From an optimization exercise on the open Yosys and OpenROAD flow, aimed at small area, a short achievable clock period and few clock cycles; shortcuts taken in it are not production practice.
Only simulation tests tie the RTL to the original design; equivalence was not proved.
Power is estimated from default activity; no workload was simulated.

[flow/config.mk]
export PLATFORM = sky130hd
export DESIGN_NAME = kz_flow_policer
export DESIGN_NICKNAME = kz_flow_policer
export VERILOG_FILES = /design/flow/design.v
export SDC_FILE = /design/flow/constraint.sdc
export NUM_CORES = 4
export LEC_CHECK = 0
export ABC_AREA = 1
export CAP_MARGIN = 20
export CORE_MARGIN = 2
export CORE_UTILIZATION = 40
export CTS_BUF_LIST = sky130_fd_sc_hd__clkbuf_8
export CTS_CLUSTER_DIAMETER = 50
export CTS_CLUSTER_SIZE = 16
export SETUP_SLACK_MARGIN = 0.3
export SLEW_MARGIN = 20
export TNS_END_PERCENT = 20
[flow/constraint.sdc]
create_clock -name core_clock -period 20.0 [get_ports {clk}]
set_input_delay 4.0000 -clock core_clock [delete_from_list [all_inputs] [get_ports {clk}]]
set_output_delay 4.0000 -clock core_clock [all_outputs]
set_load 0.01 [all_outputs]
[flow/design.v]
module kz_flow_policer (
    input  wire         clk,
    input  wire         rst,
    input  wire         req_valid,
    output wire         req_ready,
    input  wire [2:0]   req_op,
    input  wire [1:0]   req_idx,
    input  wire [15:0]  req_now,
    input  wire [2:0]   req_cost,
    input  wire [2:0]   req_class,
    input  wire         req_yellow,
    input  wire         req_posted,
    input  wire [127:0] req_data,
    output reg          resp_valid,
    output reg  [2:0]   resp_result,
    output reg  [2:0]   resp_class,
    output reg          resp_never,
    output reg          resp_forgiven,
    output reg  [127:0] resp_ctx
);
    localparam OP_FETCH   = 3'd0;
    localparam OP_ARRIVE  = 3'd1;
    localparam OP_DECIDE  = 3'd2;
    localparam OP_CONFIG  = 3'd3;
    localparam OP_REFRESH = 3'd4;
    localparam RES_DONE    = 3'd0;
    localparam RES_GREEN   = 3'd1;
    localparam RES_YELLOW  = 3'd2;
    localparam RES_SHAPER  = 3'd3;
    localparam RES_RED     = 3'd4;
    localparam RES_DISCARD = 3'd5;
    assign req_ready = 1'b1;
    function [26:0] size16;
        input [5:0] code;
        size16 = (code == 6'd0) ? 27'd0 : ({7'd0, 1'b1, code[2:0], 16'd0} << code[5:3]);
    endfunction
    function [27:0] growth;
        input [10:0] code;
        input [15:0] d;
        reg   [22:0] p;
        reg   [37:0] s;
        begin
            p = code[6:0] * d;
            s = {15'd0, p} << code[10:7];
            growth = {|s[37:27], s[26:0]};
        end
    endfunction
    function [28:0] growth28;
        input [10:0] code;
        input [15:0] d;
        reg   [22:0] p;
        reg   [37:0] s;
        begin
            p = code[6:0] * d;
            s = {15'd0, p} << code[10:7];
            growth28 = {|s[37:28], s[27:0]};
        end
    endfunction
    reg [15:0]  last_q0, last_q1, last_q2, last_q3;              
    reg [60:0]  cfg_q0, cfg_q1, cfg_q2, cfg_q3;                  
    reg [26:0]  tc_q0, tc_q1, tc_q2, tc_q3;                      
    reg [26:0]  tp_q0, tp_q1, tp_q2, tp_q3;
    reg [27:0]  credit_q0, credit_q1, credit_q2, credit_q3;      
    reg [7:0]   qcount_q0, qcount_q1, qcount_q2, qcount_q3;      
    function [60:0] pick;
        input [1:0]  i;
        input [60:0] e0, e1, e2, e3;
        pick = (i == 2'd0) ? e0 : (i == 2'd1) ? e1 : (i == 2'd2) ? e2 : e3;
    endfunction
    reg         v_a;
    reg [2:0]   op_a;
    reg [1:0]   idx_a;
    reg [15:0]  now_a;
    reg [2:0]   cost_a;
    reg [2:0]   class_a;
    reg         yellow_a;
    reg         posted_a;
    reg [124:0] data_a;      
    reg [15:0]  last_a;      
    reg [15:0]  dt_a;        
    wire [15:0] last_n;
    wire [15:0] last_in = (v_a && (idx_a == req_idx)) ? last_n : pick(req_idx, last_q0, last_q1, last_q2, last_q3);
    always @(posedge clk) begin
        v_a      <= req_valid && !rst;
        op_a     <= req_op;
        idx_a    <= req_idx;
        now_a    <= req_now;
        cost_a   <= req_cost;
        class_a  <= req_class;
        yellow_a <= req_yellow;
        posted_a <= req_posted;
        data_a   <= req_data[124:0];
        last_a   <= last_in;
        dt_a     <= req_now - last_in;
    end
    wire [60:0] cfg_a  = pick(idx_a, cfg_q0, cfg_q1, cfg_q2, cfg_q3);
    wire [60:0] new_a  = data_a[124:64];
    wire        same_a   = (new_a[60:59] == cfg_a[60:59]);
    wire        fetch_a  = (op_a == OP_FETCH);
    wire        config_a = (op_a == OP_CONFIG);
    wire        read_a   = op_a[2] && (op_a[1:0] != 2'b00);
    wire        take_a   = fetch_a || (config_a && !same_a);
    assign      last_n = fetch_a ? data_a[15:0] :
                         (read_a || (config_a && same_a)) ? last_a : now_a;
    wire [60:0] cfg_n  = take_a ? new_a : cfg_a;
    wire shaper_chg_a = (new_a[52:51] != cfg_a[52:51]) || (new_a[32:22] != cfg_a[32:22]) ||
                        (new_a[50:45] != cfg_a[50:45]);
    wire meter_chg_a  = (new_a[54:53] != cfg_a[54:53]) || (new_a[10:0] != cfg_a[10:0]) ||
                        (new_a[21:11] != cfg_a[21:11]) || (new_a[38:33] != cfg_a[38:33]) ||
                        (new_a[44:39] != cfg_a[44:39]);
    always @(posedge clk) begin
        if (v_a && (idx_a == 2'd0)) begin last_q0 <= last_n; cfg_q0 <= cfg_n; end
        if (v_a && (idx_a == 2'd1)) begin last_q1 <= last_n; cfg_q1 <= cfg_n; end
        if (v_a && (idx_a == 2'd2)) begin last_q2 <= last_n; cfg_q2 <= cfg_n; end
        if (v_a && (idx_a == 2'd3)) begin last_q3 <= last_n; cfg_q3 <= cfg_n; end
    end
    reg         v_b;
    reg [2:0]   op_b;
    reg [1:0]   idx_b;
    reg [2:0]   cost_b;
    reg [2:0]   class_b;
    reg         yellow_b;
    reg         posted_b;
    reg         same_b;
    reg         shaper_chg_b;
    reg         meter_chg_b;
    reg         shape_old_b;     
    reg [42:0]  bank_b;          
    reg [27:0]  gc_b;            
    reg [27:0]  gp_b;
    reg [28:0]  gs_b;            
    reg [15:0]  last_b;          
    reg [60:0]  cfg_b;
    reg [26:0]  tc_b;            
    reg [26:0]  tp_b;
    reg [27:0]  credit_b;
    reg [7:0]   qcount_b;
    wire [26:0]        tc_n;
    wire [26:0]        tp_n;
    wire signed [27:0] credit_n;
    wire [7:0]         qcount_n;
    wire               fwd_b = v_b && (idx_b == idx_a);
    always @(posedge clk) begin
        v_b          <= v_a && !rst;
        op_b         <= op_a;
        idx_b        <= idx_a;
        cost_b       <= cost_a;
        class_b      <= class_a;
        yellow_b     <= yellow_a;
        posted_b     <= posted_a;
        same_b       <= same_a;
        shaper_chg_b <= shaper_chg_a;
        meter_chg_b  <= meter_chg_a;
        shape_old_b  <= (cfg_a[52:51] == 2'b01);
        bank_b       <= data_a[58:16];
        gc_b         <= growth(cfg_a[10:0], dt_a);
        gp_b         <= growth(cfg_a[21:11], dt_a);
        gs_b         <= growth28(cfg_a[32:22], dt_a);
        last_b       <= last_n;
        cfg_b        <= cfg_n;
        tc_b         <= fwd_b ? tc_n     : pick(idx_a, tc_q0, tc_q1, tc_q2, tc_q3);
        tp_b         <= fwd_b ? tp_n     : pick(idx_a, tp_q0, tp_q1, tp_q2, tp_q3);
        credit_b     <= fwd_b ? credit_n : pick(idx_a, credit_q0, credit_q1, credit_q2, credit_q3);
        qcount_b     <= fwd_b ? qcount_n : pick(idx_a, qcount_q0, qcount_q1, qcount_q2, qcount_q3);
    end
    wire [15:0]        last   = last_b;
    wire [60:0]        cfg    = cfg_b;
    wire [26:0]        tc     = tc_b;
    wire [26:0]        tp     = tp_b;
    wire signed [27:0] credit = credit_b;
    wire [7:0]         qcount = qcount_b;
    wire [10:0] pir      = cfg[21:11];
    wire [5:0]  cbs      = cfg[38:33];
    wire [5:0]  pbs      = cfg[44:39];
    wire [5:0]  hicredit = cfg[50:45];
    wire [1:0]  shape    = cfg[52:51];
    wire [1:0]  meter    = cfg[54:53];
    wire        red_drop = cfg[55];
    wire        full_reset = cfg[56];
    wire [1:0]  yclass   = cfg[58:57];
    wire shape_credit = (shape == 2'b01);
    wire meter_on     = (meter == 2'b01) || (meter == 2'b10);
    wire meter_aware  = (meter == 2'b10);
    wire [26:0] capc = size16(cbs);
    wire [26:0] capp = size16(pbs);
    wire [26:0] caps = size16(hicredit);
    wire [26:0] need = {8'd0, cost_b, 16'd0};
    wire [27:0] gc = gc_b;
    wire [27:0] gp = gp_b;
    wire [28:0] gs = gs_b;
    wire [27:0] tc_room = {1'b0, capc} - {1'b0, tc};
    wire [27:0] tc_gap  = {1'b0, need} - {1'b0, tc};
    wire        tc_over = gc[27] || tc_room[27] || (gc[26:0] > tc_room[26:0]);
    wire [26:0] tc_sum  = tc + gc[26:0];
    wire [26:0] tc_upd  = tc_over ? capc : tc_sum;
    wire [26:0] tc_dec  = tc_over ? {capc[26:16] - {8'd0, cost_b}, capc[15:0]}
                                  : {tc_sum[26:16] - {8'd0, cost_b}, tc_sum[15:0]};
    wire        tc_short = tc_over ? (capc[26:16] < {8'd0, cost_b})
                                   : (!tc_gap[27] && (gc[26:0] < tc_gap[26:0]));
    wire [27:0] tp_room = {1'b0, capp} - {1'b0, tp};
    wire [27:0] tp_gap  = {1'b0, need} - {1'b0, tp};
    wire        tp_over = gp[27] || tp_room[27] || (gp[26:0] > tp_room[26:0]);
    wire [26:0] tp_sum  = tp + gp[26:0];
    wire [26:0] tp_upd  = tp_over ? capp : tp_sum;
    wire [26:0] tp_dec  = tp_over ? {capp[26:16] - {8'd0, cost_b}, capp[15:0]}
                                  : {tp_sum[26:16] - {8'd0, cost_b}, tp_sum[15:0]};
    wire        tp_short = tp_over ? (capp[26:16] < {8'd0, cost_b})
                                   : (!tp_gap[27] && (gp[26:0] < tp_gap[26:0]));
    wire [26:0]        cr_lim  = (qcount != 8'd0) ? caps : 27'd0;
    wire signed [28:0] cr_room = $signed({2'b00, cr_lim}) - {credit[27], credit};
    wire signed [28:0] cr_gap  = $signed({2'b00, need}) - {credit[27], credit};
    wire signed [28:0] cr_neg  = -{credit[27], credit};
    wire               cr_over = gs[28] || cr_room[28] || (gs[27:0] > cr_room[27:0]);
    wire signed [27:0] cr_sum  = credit + gs[27:0];
    wire               cr_below = credit[27] && !gs[28] && (gs[27:0] < cr_neg[27:0]);
    wire               cr_above = cr_gap[28] || gs[28] || (gs[27:0] > cr_gap[27:0]);
    wire signed [27:0] credit_upd = !shape_credit ? credit :
                                    cr_over ? $signed({1'b0, cr_lim}) : cr_sum;
    wire               upd_neg    = shape_old_b ? cr_below : credit[27];
    wire col_red    = meter_on && tp_short;
    wire col_yellow = meter_on && !tp_short && (tc_short || (meter_aware && yellow_b));
    wire shaper_hold = shape_credit && cr_below;
    wire as_red      = col_red || (col_yellow && (class_b == 3'd1));
    wire discard     = as_red && posted_b && red_drop;
    wire        never    = (pir[6:0] == 7'd0) || (capp[26:16] < {8'd0, cost_b});
    wire [2:0] ycls      = (yclass == 2'b00) ? 3'd5 : (yclass == 2'b01) ? 3'd6 : 3'd7;
    wire [2:0] yel_class = (class_b > ycls) ? class_b : ycls;
    wire [26:0] tp_sent = meter_on ? tp_dec : tp_upd;
    wire [26:0] tc_sent = (meter_on && !col_yellow) ? tc_dec : tc_upd;
    wire signed [27:0] cr_lim_dec = {{1'b0, cr_lim[26:16]} - {9'd0, cost_b}, cr_lim[15:0]};
    wire signed [27:0] cr_sum_dec = {cr_sum[27:16] - {9'd0, cost_b}, cr_sum[15:0]};
    wire signed [27:0] credit_charged = !shape_credit ? credit :
                                        cr_over ? cr_lim_dec : cr_sum_dec;
    wire        cc_pos = !shape_credit ? (!credit[27] && (credit[26:0] != 27'd0)) :
                         cr_over ? (cr_lim[26:16] > {8'd0, cost_b}) : cr_above;
    wire [7:0]  q_dec = (qcount == 8'd0) ? 8'd0 : (qcount - 8'd1);
    wire signed [27:0] credit_sent = ((q_dec == 8'd0) && cc_pos) ? 28'sd0 : credit_charged;
    wire [26:0] n_capc = capc;
    wire [26:0] n_capp = capp;
    wire [26:0] n_caps = caps;
    reg [26:0]        tc_x;
    reg [26:0]        tp_x;
    reg signed [27:0] credit_x;
    reg [7:0]         qcount_x;
    reg [2:0]         result_n;
    reg [2:0]         class_n;
    reg               never_n;
    reg               forgiven_n;
    always @(*) begin
        tc_x       = tc_upd;
        tp_x       = tp_upd;
        credit_x   = credit_upd;
        qcount_x   = qcount;
        result_n   = RES_DONE;
        class_n    = 3'd0;
        never_n    = 1'b0;
        forgiven_n = 1'b0;
        case (op_b)
            OP_FETCH: begin
                tc_x     = {bank_b[13:0], 13'd0};
                tp_x     = {bank_b[27:14], 13'd0};
                credit_x = {bank_b[42:28], 13'd0};
                qcount_x = 8'd0;
            end
            OP_ARRIVE: begin
                qcount_x = (qcount == 8'hFF) ? 8'hFF : (qcount + 8'd1);
            end
            OP_DECIDE: begin
                if (shaper_hold) begin
                    result_n = RES_SHAPER;
                end else if (as_red) begin
                    if (discard) begin
                        result_n = RES_DISCARD;
                        qcount_x = q_dec;
                    end else begin
                        result_n = RES_RED;
                        never_n  = never;
                    end
                end else begin
                    result_n = col_yellow ? RES_YELLOW : RES_GREEN;
                    class_n  = col_yellow ? yel_class : class_b;
                    tp_x     = tp_sent;
                    tc_x     = tc_sent;
                    credit_x = credit_sent;
                    qcount_x = q_dec;
                end
            end
            OP_CONFIG: begin
                if (same_b) begin
                    tc_x     = tc;
                    tp_x     = tp;
                    credit_x = credit;
                end else begin
                    if (shaper_chg_b) begin
                        forgiven_n = upd_neg;
                        credit_x   = full_reset ? $signed({1'b0, n_caps}) : 28'sd0;
                    end
                    if (meter_chg_b) begin
                        tc_x = full_reset ? n_capc : 27'd0;
                        tp_x = full_reset ? n_capp : 27'd0;
                    end
                end
            end
            OP_REFRESH: begin
            end
            default: begin
                tc_x     = tc;
                tp_x     = tp;
                credit_x = credit;
            end
        endcase
    end
    assign tc_n     = tc_x;
    assign tp_n     = tp_x;
    assign credit_n = credit_x;
    assign qcount_n = qcount_x;
    wire [13:0] tc_bank = tc_n[26:13];    
    wire [13:0] tp_bank = tp_n[26:13];
    wire [14:0] cr_bank = (shape == 2'b10) ? 15'd0 : credit_n[27:13];   
    wire [4:0]  q_bank  = (qcount_n[7:5] != 3'd0) ? 5'd31 : qcount_n[4:0];
    wire [127:0] ctx_bank = {3'b000, cfg, q_bank, cr_bank, tp_bank, tc_bank, last};
    always @(posedge clk) begin
        if (v_b && (idx_b == 2'd0)) begin
            tc_q0 <= tc_n; tp_q0 <= tp_n; credit_q0 <= credit_n; qcount_q0 <= qcount_n;
        end
        if (v_b && (idx_b == 2'd1)) begin
            tc_q1 <= tc_n; tp_q1 <= tp_n; credit_q1 <= credit_n; qcount_q1 <= qcount_n;
        end
        if (v_b && (idx_b == 2'd2)) begin
            tc_q2 <= tc_n; tp_q2 <= tp_n; credit_q2 <= credit_n; qcount_q2 <= qcount_n;
        end
        if (v_b && (idx_b == 2'd3)) begin
            tc_q3 <= tc_n; tp_q3 <= tp_n; credit_q3 <= credit_n; qcount_q3 <= qcount_n;
        end
    end
    always @(posedge clk) begin
        resp_valid    <= v_b && !rst;
        resp_result   <= result_n;
        resp_class    <= class_n;
        resp_never    <= never_n;
        resp_forgiven <= forgiven_n;
        resp_ctx      <= ctx_bank;
    end
endmodule
[flow/flow/run.sh]
#!/bin/bash
set -euo pipefail
bash standard.sh SETUP_SLACK_MARGIN=12 finish > make_finish.log 2>&1
[flow/standard.sh]
#!/bin/bash
# synth_recipe.tcl (not shown) runs the flow's synth.tcl, then flattens the netlist and writes it again
# the make line also repeats each setting of config.mk as NAME=value (left out here)
make -C /OpenROAD-flow-scripts/flow DESIGN_CONFIG=/design/flow/config.mk WORK_HOME=/design/flow/orfs CLKGATE_MAP_FILE= SYNTH_SCRIPT=/design/flow/synth_recipe.tcl "${@:-finish}"
==> results.ini, run 1 <==
[routing]
wl_um = 250000
ant_nets = 0
routed_via_density = 5.41
drcViolationCount = 0
wl_per_cell_um = 21.9
via_count = 61700
dr.pass1.iters = 8
drt_iter0_markers = 5386

[place]
post-place-ws_ns = 10.81
dp_hpwl_um = 185000
portBuffers = 285
gp_congestion = 0.970

[logic_synthesis]
syn_area_per_cell_um2 = 8.61
yosysSeqAreaShare_pct = 44.2
ys.flop_type = edfxtp_1
yosys-top-cells-count = nand2_1, inv_1, o21ai_0, nor2_1, edfxtp_1
synth-seq-cells = 1297
synth_cell_type_count = 73
netlist_instances = 8587
syn-cell-area_mm2 = 0.0740
synthArstFlopShare_pct = 0
synth_top_area_cell = edfxtp_1
yosysMostFrequentCell = nand2_1
synth_edf_count = 668
synth_top_area_share_pct = 27.1
yosys_warnings = 1
synth_area_leaders = edfxtp_1, dfxtp_1, nand2_1

[grt]
antenna_found_initial = 10
grt_pass1_wl_um = 372000
first_global_vias = 59500
grt_use_total_pct = 26.1
grt_max_degree = 135
grt_overflow = 0

[critical_path]
timing.rr.start = idx_a[0]
worst_r2r_path_depth = 30
critPathKind = in2reg
required_ns = 20.89
critical_path_arrival_ns = 8.54
ff2ff_setup_slack_ns = 12.39
crit_path_end_kind = register
crit_fanout = 30
cp-start-kind = input port
regToRegEndpoint = gp_b[27]

[timing]
relSlewSlack_pct = 21.3
fin_worst_skew_ns = 0.0855
rsz0062_at_grt = yes
fin_crit_ns = 7.64
fin_ws_ns = 12.36
finalSetupViolCount = 0
tightest_slew_ns = 1.18
totalNegativeSetupSlack_ns = 0
fmax_mhz = 131
hold_violations = 0
finalCritPeriodShare_pct = 38.2
slew_viol_final = 0

[worst_hold_path]
hp-class = reg2reg
min_delay_path_depth = 0
hold-path-endpoint = bank_b[27]
min-delay-start = data_a[43]

[power_and_ir_drop]
power_mw = 14.0
p_leak_nw = 35.3
p_per_area_mw_per_mm2 = 168
vdd_ir_drop_max_mv = 0.179

[floorplan]
pin_count = 298
die_area_mm2 = 0.188
num_rows = 157
dieWidth_um = 434
initial_core_util_pct = 40.3
die_h_um = 434
core-area_mm2 = 0.183

[final_layout]
num-fill-cells = 18000
drive_above_1_share_pct = 6.19
seqCellArea_mm2 = 0.0327
area_growth_pct = 12.1
fin_nets = 9590
multi_input_area_mm2 = 0.0365

[clock_tree]
cts_root_buf = clkbuf_8
cts_made_buffers = 138
clk_latency_ns = 0.99
htree_levels = 4
cts_hold_buf = 0
clock_sinks = 1297
cts_buffer_depth = 3
clkTransAtPathRegs_ns = 0.10
cts_tree = built

[flow_run]
cap_violations = 0

[status]
outcome = timing/DRC/antenna clean

per-stage QoR:
stage	util, %	instance area (um^2)	hold WS [ns]	std cells
6_report	45.2	82900	0.315	11400
3_3_place_gp	43.3	79500	0.313	11100
5_1_grt	45.2	82900	0.311	11400
2_1_floorplan	-	74000	0.310	8589
3_5_place_dp	43.3	79500	0.312	11100
4_1_cts	45.0	82700	0.297	11400
power breakdown:
part / switching [mW] / internal (mW) / leakage (nW)
Clock: 1.09 / 0.844 / 1.66
Combinational: 5.64 / 3.00 / 22.2
Sequential: 0.304 / 3.07 / 11.4
worst max-delay path by stage:
stage / from / end / slack, ns / depth (start not counted)
global route: tc_b[1] / tc_b[13] / 11.91 / 30
CTS: idx_a[0] / gc_b[24] / 11.92 / 29
finish: req_idx[0] / dt_a[15] / 12.36 / 20
global placement: req_idx[0] / dt_a[15] / 10.83 / 21
detailed placement: req_idx[0] / dt_a[15] / 10.81 / 21
floorplan: req_idx[1] / dt_a[15] / 12.56 / 19
sequential cells by signal, summed over array words and instances, names as in the netlist, 28 cells and up:
signal	cells
resp_ctx	125
data_a	120
cfg_b	61
cfg_q0	61
cfg_q1	61
cfg_q2	61
cfg_q3	61
bank_b	43
gs_b	29
credit_b	28
credit_q0	28
credit_q1	28
credit_q2	28
credit_q3	28
gc_b	28
gp_b	28
what timing repair did:
item,CTS,global route
endpoints found under the setup margin,8,140
cloned,0,1
pin swaps,0,1
buffers inserted,0,11
gates resized for setup,1,27
worst max-delay path: stages:
cell             delay [ns]
clkdlybuf4s50_1        0.71
clkinvlp_4             0.25
o221ai_1               0.37
nor2_2                 0.05
buf_4                  0.25
nor2_1                 0.12
a22oi_1                0.12
ha_1                   0.36
a21oi_1                0.15
o21ai_0                0.15
a21boi_0               0.29
o21ai_0                0.18
a21boi_0               0.30
o21ai_0                0.18
a21boi_0               0.33
o21ai_0                0.17
a21oi_1                0.17
xor2_1                 0.20
xnor2_1                0.13
inv_1                  0.05
per-layer routing:
metal / vias to the layer above / share of wire [%] / track usage (%)
met5: - / 0 / 0
met4: 0 / 3.8 / 9.61
met3: 375 / 6.0 / 3.63
met2: 2092 / 45 / 41.8
met1: 29900 / 45 / 36.0
li1: 29300 / - / -
area by class of cell:
cell class	instances	area share, %
diodes	10	0.0302
clock buffers	146	2.42
clock inverters	112	1.36
inverters	955	4.38
multi-input cells	6005	44.1
flip-flops and latches	1297	39.4
well taps	2464	3.72
repair buffers	404	4.59
repair inverters	1	0.00604
placed cells by master (no fill, tap or decap), types with 75 or more instances in the layout:
cell type / n
a21oi_1: 420
a31oi_1: 75
buf_4: 113
clkbuf_8: 146
clkdlybuf4s50_1: 285
dfxtp_1: 627
edfxtp_1: 668
fa_1: 217
ha_1: 411
inv_1: 926
nand2_1: 1745
nand3_1: 588
nand4_1: 88
nor2_1: 705
nor3_1: 78
o21ai_0: 717
xnor2_1: 90
xor2_1: 219
kinds of logic after synthesis:
| kind of cell | Yosys count | share of synthesized area, % |
|---|---|---|
| and+or+nand+nor | 3410 | 19.7 |
| AOI/OAI and AO/OA | 1634 | 12.6 |
| DFF | 1297 | 44.2 |
| buffers and inverters | 1287 | 6.71 |
| adders and majority gates | 628 | 12.8 |
| xor gates and xnor gates | 309 | 3.66 |
| muxes | 20 | 0.271 |
| other | 2 | 0.0102 |
Testbench counts, summed over its fixed seeds: cycles 16,024.
==> run 2, diff against run 1 <==
==> flow/flow/run.sh (replaced) <==
#!/bin/bash
set -euo pipefail
bash standard.sh SETUP_SLACK_MARGIN=13 finish > make_finish.log 2>&1
--- a/flow/config.mk
+++ b/flow/config.mk
@@ -15,3 +15,3 @@
 export SETUP_SLACK_MARGIN = 0.3
 export SLEW_MARGIN = 20
-export TNS_END_PERCENT = 20
+export TNS_END_PERCENT = 10
==> results.ini, run 2 <==
[clock_tree]
cts_buffer_depth = 3  ; unchanged
clock_sinks = 1297  ; unchanged
clk_latency_ns = 0.98  ; about the same
clkTransAtPathRegs_ns = 0.09  ; about the same
cts_hold_buf = 0  ; unchanged
htree_levels = 4  ; unchanged
cts_root_buf = clkbuf_8
cts_tree = built
cts_made_buffers = 139  ; +0.72%

[logic_synthesis]
synth_edf_count = 668  ; unchanged
netlist_instances = 8587  ; unchanged
ys.flop_type = edfxtp_1
synthArstFlopShare_pct = 0  ; unchanged
syn-cell-area_mm2 = 0.0740  ; unchanged
synth_cell_type_count = 73  ; unchanged
synth-seq-cells = 1297  ; unchanged
synth_top_area_share_pct = 27.1  ; unchanged
yosys_warnings = 1  ; unchanged
synth_area_leaders = edfxtp_1, dfxtp_1, nand2_1
syn_area_per_cell_um2 = 8.61  ; unchanged
yosys-top-cells-count = nand2_1, inv_1, o21ai_0, nor2_1, edfxtp_1
yosysSeqAreaShare_pct = 44.2  ; unchanged
synth_top_area_cell = edfxtp_1
yosysMostFrequentCell = nand2_1

[final_layout]
fin_cells = 11400  ; +0.47%
largest_register_ff_count = 125  ; unchanged
fin_nets = 9646  ; +0.58%
final_cell_mix = nand2_1, inv_1, o21ai_0
drive_above_1_share_pct = 7.36  ; +1.2 points
fin_area_mm2 = 0.0840  ; +1.4%
layout_commonest_cell = nand2_1
reg_top3 = resp_ctx (125), data_a (120)
regMostFlops = resp_ctx
area_growth_pct = 13.6

[timing]
hold_violations = 0  ; unchanged
rsz0062_at_grt = yes
slew_viol_final = 0  ; unchanged
fin_worst_skew_ns = 0.0717  ; -0.0138 ns
finalCritPeriodShare_pct = 34.1  ; -4.1 points
tightest_slew_ns = 1.08  ; -0.0963 ns
fmax_mhz = 147  ; +12%
relSlewSlack_pct = 27.7  ; +6.4 points
finalSetupViolCount = 0  ; unchanged
totalNegativeSetupSlack_ns = 0  ; unchanged
fin_crit_ns = 6.82  ; -0.828 ns

[critical_path]
crit_fanout = 21  ; -30%
required_ns = 20.90  ; about the same
cp-start-kind = input port
crit_path_cell_trace = clkdlybuf4s50_1, buf_8, nor2_4, clkinvlp_4, buf_4, buf_4, o22ai_1, o21ai_0, ha_1, fa_1, nor2_1, a211oi_1, o21ai_0, nand3_1, nand2_1, nand3_1, nand2_1, nand3_1, nand2_1, a21oi_1, o21ai_0, xor2_1
crit_path_max_incr_delay_ns = 0.44  ; -0.27 ns
critical_path_arrival_ns = 7.72  ; -0.82 ns
crit_slowest_cell = clkdlybuf4s50_1
critPathKind = in2reg
crit_path_end_kind = register

[floorplan]
initial_core_util_pct = 40.3  ; unchanged
die_h_um = 434  ; unchanged
die_area_mm2 = 0.188  ; unchanged
core-area_mm2 = 0.183  ; unchanged
pin_count = 298  ; unchanged
num_rows = 157  ; unchanged
dieWidth_um = 434  ; unchanged

[place]
placed_cell_area_mm2 = 0.0795  ; about the same
gp_congestion = 0.950  ; -2.1%
dp_hpwl_um = 183000  ; -1.1%
portBuffers = 285  ; unchanged
dp.cells = 11100  ; unchanged

[power_and_ir_drop]
p_clk_share_pct = 13.8  ; about the same
p_per_area_mw_per_mm2 = 168  ; about the same
power_mw = 14.1  ; +1.4%
pwr-share-seq_pct = 23.7  ; -0.5 points
p_int_mw = 7.02  ; +1.6%
vdd_ir_drop_max_mv = 0.191  ; +6.8%
switchingPower_mw = 7.12  ; +1.1%
p_sw_share_pct = 50.3  ; -0.14 points
combPwrFrac_pct = 62.5  ; +0.6 points
p_leak_nw = 35.8  ; +1.3%

[grt]
grt_overflow = 0  ; unchanged
grt_pass1_wl_um = 372000  ; about the same
antenna_found_initial = 6  ; -4
grt_use_total_pct = 26.1  ; -0.074 points
grt_max_degree = 135  ; unchanged
first_global_vias = 59500  ; -0.10%

[worst_hold_path]
hp-class = reg2reg

[routing]
wl_per_cell_um = 22.0  ; +0.37%
ant_nets = 0  ; unchanged
dr.pass1.iters = 7  ; -1
routed_via_density = 5.39  ; -0.41%
via_count = 61700  ; +0.057%
drcViolationCount = 0  ; unchanged
wl_um = 252000  ; +0.84%
drt_iter0_markers = 5462  ; +1.4%

[flow_run]
cap_violations = 0  ; unchanged

[status]
outcome = timing/DRC/antenna clean

run 2: worst paths after layout:
kind | startpoint | end | slack, ns | cells after the start
setup / recovery | req_idx[1] | dt_a[14] | 13.18 | 22
hold / removal | cfg_b[6] | resp_ctx[70] | 0.32 | 0
setup reg to reg | cfg_b[36] | credit_q2[21] | 13.29 | 35
hold reg to reg | cfg_b[6] | resp_ctx[70] | 0.32 | 0
run 2: metrics by stage:
step / hold WS (ns) / setup WS, ns / utilization, %
final: 0.318 / 13.18 / 45.8
after global placement: 0.312 / 10.95 / 43.3
after global routing: 0.331 / 12.87 / 45.8
after floorplan: 0.310 / 12.63 / -
after detailed placement: 0.312 / 10.98 / 43.3
after CTS: 0.321 / 12.82 / 45.3
run 2: critical path, delay by kind of cell:
family,cells,cell delay (ns)
adder cells (fa/ha/maj),2,0.67
XOR/XNOR,1,0.16
AO/OA/AOI/OAI,6,0.96
buffers and inverters,5,1.05
AND/OR/NAND/NOR,8,0.89
run 2: power by group through the flow:
stage	sequential (mW)	clock (mW)	combinational [mW]
4_1_cts	3.35	2.00	8.59
3_5_place_dp	3.41	0	8.49
2_1_floorplan	3.25	0	6.27
3_3_place_gp	3.41	0	8.43
5_1_grt	3.37	2.10	10.0
6_report	3.35	1.95	8.84
run 2: cell families after synthesis:
logic type	synth area share, %
mux	0.271
buf+inv	6.71
xor+xnor	3.66
compound gates	12.6
simple gates	19.7
flops	44.2
other cells	0.0102
fa+ha+maj	12.8
run 2: cell type report:
class / count / area [um^2]
antenna: 8 / 20.0
timing repair inverter: 1 / 5.00
timing repair buffer: 456 / 4550
fill: 18100 / 99400
inverter: 955 / 3710
sequential: 1297 / 32700
tap: 2464 / 3080
multi-input combinational: 6008 / 36800
clock inverter: 107 / 1080
clock buffer: 151 / 2080
run 2: layer usage:
| layer | part of all wire (%) | GRT usage [%] | up-vias |
|---|---|---|---|
| li1 | - | - | 29400 |
| met2 | 46 | 42.5 | 2148 |
| met1 | 44 | 35.3 | 29800 |
| met3 | 6.2 | 3.75 | 365 |
| met5 | 0.011 | 0 | - |
| met4 | 3.5 | 9.03 | 4 |
run 2: repair_timing:
item / CTS / global route
pin swaps: 4 / 12
buffers inserted: 10 / 43
endpoints found under the setup margin: 221 / 483
gates cloned: 4 / 8
gates resized for setup: 60 / 105
==> run 3, diff against run 2 <==
==> flow/flow/run.sh (replaced) <==
#!/bin/bash
set -euo pipefail
bash standard.sh SETUP_SLACK_MARGIN=14 finish > make_finish.log 2>&1
==> results.ini, run 3 <==
[status]
outcome = timing/DRC/antenna clean

[routing]
via_count = 63300  ; +2.5%
routed_via_density = 5.44  ; +0.84%
wl_met2_um = 121000  ; +3.5%
dr.pass1.iters = 6  ; -1
wl_um = 263000  ; +4.5%
ant_nets = 0  ; unchanged
wl_met3_um = 16800  ; +7.1%
wl_met1_um = 113000  ; +2.2%
drt_iter0_markers = 5742  ; +5.1%
drcViolationCount = 0  ; unchanged
wl_per_cell_um = 22.6  ; +2.8%
routed.top_layer = met5

[logic_synthesis]
synth-seq-cells = 1297  ; unchanged
yosysSeqAreaShare_pct = 44.2  ; unchanged
netlist_instances = 8587  ; unchanged
synthArstFlopShare_pct = 0  ; unchanged
synth_top_area_share_pct = 27.1  ; unchanged
synth_cell_type_count = 73  ; unchanged
synth_top_area_cell = edfxtp_1
yosys-top-cells-count = nand2_1, inv_1, o21ai_0, nor2_1, edfxtp_1
syn_area_per_cell_um2 = 8.61  ; unchanged
synth_edf_count = 668  ; unchanged
yosys_warnings = 1  ; unchanged
ys.flop_type = edfxtp_1
yosysMostFrequentCell = nand2_1
syn-cell-area_mm2 = 0.0740  ; unchanged
synth_area_leaders = edfxtp_1, dfxtp_1, nand2_1

[timing]
slew_viol_final = 0  ; unchanged
fin_crit_ns = 6.20  ; -0.616 ns
finalCritPeriodShare_pct = 31.0  ; -3.1 points
finalSetupViolCount = 0  ; unchanged
totalNegativeSetupSlack_ns = 0  ; unchanged
hold_violations = 0  ; unchanged
relSlewSlack_pct = 22.7  ; -5.1 points
tightest_slew_ns = 1.14  ; +0.0615 ns
fin_worst_skew_ns = 0.0818  ; +0.0101 ns
rsz0062_at_grt = yes
fmax_mhz = 161  ; +9.9%
whs_ns = 0.318  ; +0.000530 ns
fin_ws_ns = 13.80  ; +0.616 ns

[clock_tree]
cts_made_buffers = 139  ; unchanged
clkTransAtPathRegs_ns = 0.10  ; about the same
cts_tree = built
cts_buffer_depth = 3  ; unchanged
cts_root_buf = clkbuf_8
clk_latency_ns = 1.00  ; +0.02 ns
cts_hold_buf = 0  ; unchanged
clock_sinks = 1297  ; unchanged
htree_levels = 4  ; unchanged

[floorplan]
initial_core_util_pct = 40.3  ; unchanged
core-area_mm2 = 0.183  ; unchanged
dieWidth_um = 434  ; unchanged
die_h_um = 434  ; unchanged
die_area_mm2 = 0.188  ; unchanged
pin_count = 298  ; unchanged
num_rows = 157  ; unchanged

[place]
portBuffers = 285  ; unchanged
post-place-ws_ns = 10.98  ; unchanged
dp_hpwl_um = 183000  ; unchanged
gp_congestion = 0.950  ; unchanged

[final_layout]
drive_above_1_share_pct = 12.5  ; +5.2 points
final_cell_mix = nand2_1, inv_1, nor2_1
seqCellArea_mm2 = 0.0327  ; about the same
largest_register_ff_count = 125  ; unchanged
fin_nets = 9831  ; +1.9%
reg_top3 = resp_ctx (125), data_a (120)
multi_input_area_mm2 = 0.0386  ; +4.7%
area_growth_pct = 18.6
regMostFlops = resp_ctx
num-fill-cells = 17700  ; -2.0%
layout_commonest_cell = nand2_1

[power_and_ir_drop]
pwr-share-seq_pct = 20.9  ; -2.8 points
p_leak_nw = 37.2  ; +4.1%
p_int_mw = 8.11  ; +15%
p_per_area_mw_per_mm2 = 183  ; +9.0%
switchingPower_mw = 7.99  ; +12%
p_clk_share_pct = 12.2  ; -1.6 points
combPwrFrac_pct = 67.0  ; +4.5 points
p_sw_share_pct = 49.6  ; -0.68 points
vdd_ir_drop_max_mv = 0.295  ; +54%

[critical_path]
cpMostUsedCell = nand2_1
crit_slowest_cell = fa_1
worst_r2r_path_depth = 32  ; -8.6%
crit_path_end_kind = register
critPathKind = reg2reg
cp-start-kind = register
crit_fanout = 9  ; -57%
required_ns = 20.88  ; -0.02 ns
critical_path_arrival_ns = 7.08  ; -0.64 ns
crit_path_max_incr_delay_ns = 0.55  ; +0.11 ns
ff2ff_setup_slack_ns = 13.80  ; +0.51 ns

[grt]
grt_use_total_pct = 27.3  ; +1.2 points
grt_max_degree = 135  ; unchanged
grt_overflow = 0  ; unchanged
first_global_vias = 61400  ; +3.2%
antenna_found_initial = 8  ; +2
grt_pass1_wl_um = 387000  ; +4.1%

[worst_hold_path]
min_delay_path_depth = 0  ; unchanged
hp-class = reg2reg

[flow_run]
cap_violations = 0  ; unchanged

run 3: path summary, 6_finish.rpt:
path,start,endpoint
setup / recovery,idx_a[0],gp_b[14]
setup reg to reg,idx_a[0],gp_b[14]
hold reg to reg,cfg_b[6],resp_ctx[70]
hold / removal,cfg_b[6],resp_ctx[70]
run 3: repair_timing:
| action | CTS | global route |
|---|---|---|
| buffers inserted | 144 | 72 |
| cloned | 29 | 4 |
| hold endpoints to repair | 0 | 0 |
| pin swaps | 135 | 134 |
| gates resized for setup | 437 | 232 |
| setup endpoints to repair | 600 | 581 |
run 3: cell families after synthesis:
family | after synthesis | synth area share, %
adders and majority gates | 628 | 12.8
other | 2 | 0.0102
AOI/OAI and AO/OA | 1634 | 12.6
buffers and inverters | 1287 | 6.71
muxes | 20 | 0.271
and+or+nand+nor | 3410 | 19.7
xor gates and xnor gates | 309 | 3.66
DFF | 1297 | 44.2
run 3: layout make-up:
cell class	instances	share of cell area (%)
multi-input cells	6011	44.0
diodes	9	0.0257
clock inverters	107	1.24
repair inverters	7	0.0713
inverters	955	4.26
clock buffers	151	2.37
well taps	2464	3.51
flip-flops and latches	1297	37.3
repair buffers	632	7.31
run 3: layer usage:
metal	global-route usage [%]	vias to the layer above
met2	44.2	2267
met5	0	-
met3	4.10	474
met1	36.3	30700
li1	-	29800
met4	11.5	8
run 3: power by group through the flow:
stage / combinational [mW] / clock, mW / sequential [mW]
CTS: 9.81 / 2.00 / 3.35
detailed placement: 8.49 / 0 / 3.41
finish: 10.8 / 1.96 / 3.36
floorplan: 6.27 / 0 / 3.25
global placement: 8.43 / 0 / 3.41
global route: 12.0 / 2.10 / 3.37
run 3: critical path, delay by kind of cell (launching register included):
kind | cells | cell delay [ns]
buf+inv | 7 | 0.81
fa+ha+maj | 5 | 2.24
flops | 1 | 0.45
xor+xnor | 1 | 0.18
simple gates | 12 | 1.07
compound gates | 7 | 1.33
run 3: stage by stage:
step	area (um^2)	utilization, %	total power [mW]	std cells
3_5_place_dp	79500	43.3	11.9	11100
3_3_place_gp	79500	43.3	11.8	11100
2_1_floorplan	74000	-	9.53	8589
6_report	87700	47.8	16.1	11600
5_1_grt	87700	47.8	17.4	11600
4_1_cts	86100	46.9	15.2	11500

[afterwards: timing with drivers on the ports]
The flow's constraints put no driver on any port. The routed layouts listed below were extracted and timed again, unchanged, in two steps. Step 1 sets driving cells, clkbuf_16 on the clock port and buf_2 on the other inputs (assumed; they add their load-dependent delay and slew). Step 2, shift: input delay + t, output delay - t, t = (earliest + latest rising clock arrival at the registers) / 2. This alone moves slack from input paths to output paths. Slacks: ideal / step 1 / step 2; pairs: ideal / step 1.
| run | t (ns) | setup slack, ns | hold slack, ns | clock arrival spread, ns | pins driven straight from the clock port |
|---|---|---|---|---|---|
| run 1 | 1.030 | 12.355 / 12.390 / 11.378 | 0.315 / 0.315 / 0.315 | 0.095 / 0.095 | 1 |
| run 2 | 1.024 | 13.183 / 13.240 / 12.216 | 0.318 / 0.318 / 0.318 | 0.071 / 0.072 | 1 |
| run 3 | 1.043 | 13.799 / 13.799 / 12.809 | 0.318 / 0.318 / 0.318 | 0.083 / 0.083 | 1 |
After both steps setup and hold are still met in every run listed. The setup slack of run 3, which loses most, moves by 0.000 ns with the drivers and by -0.990 ns with both steps.
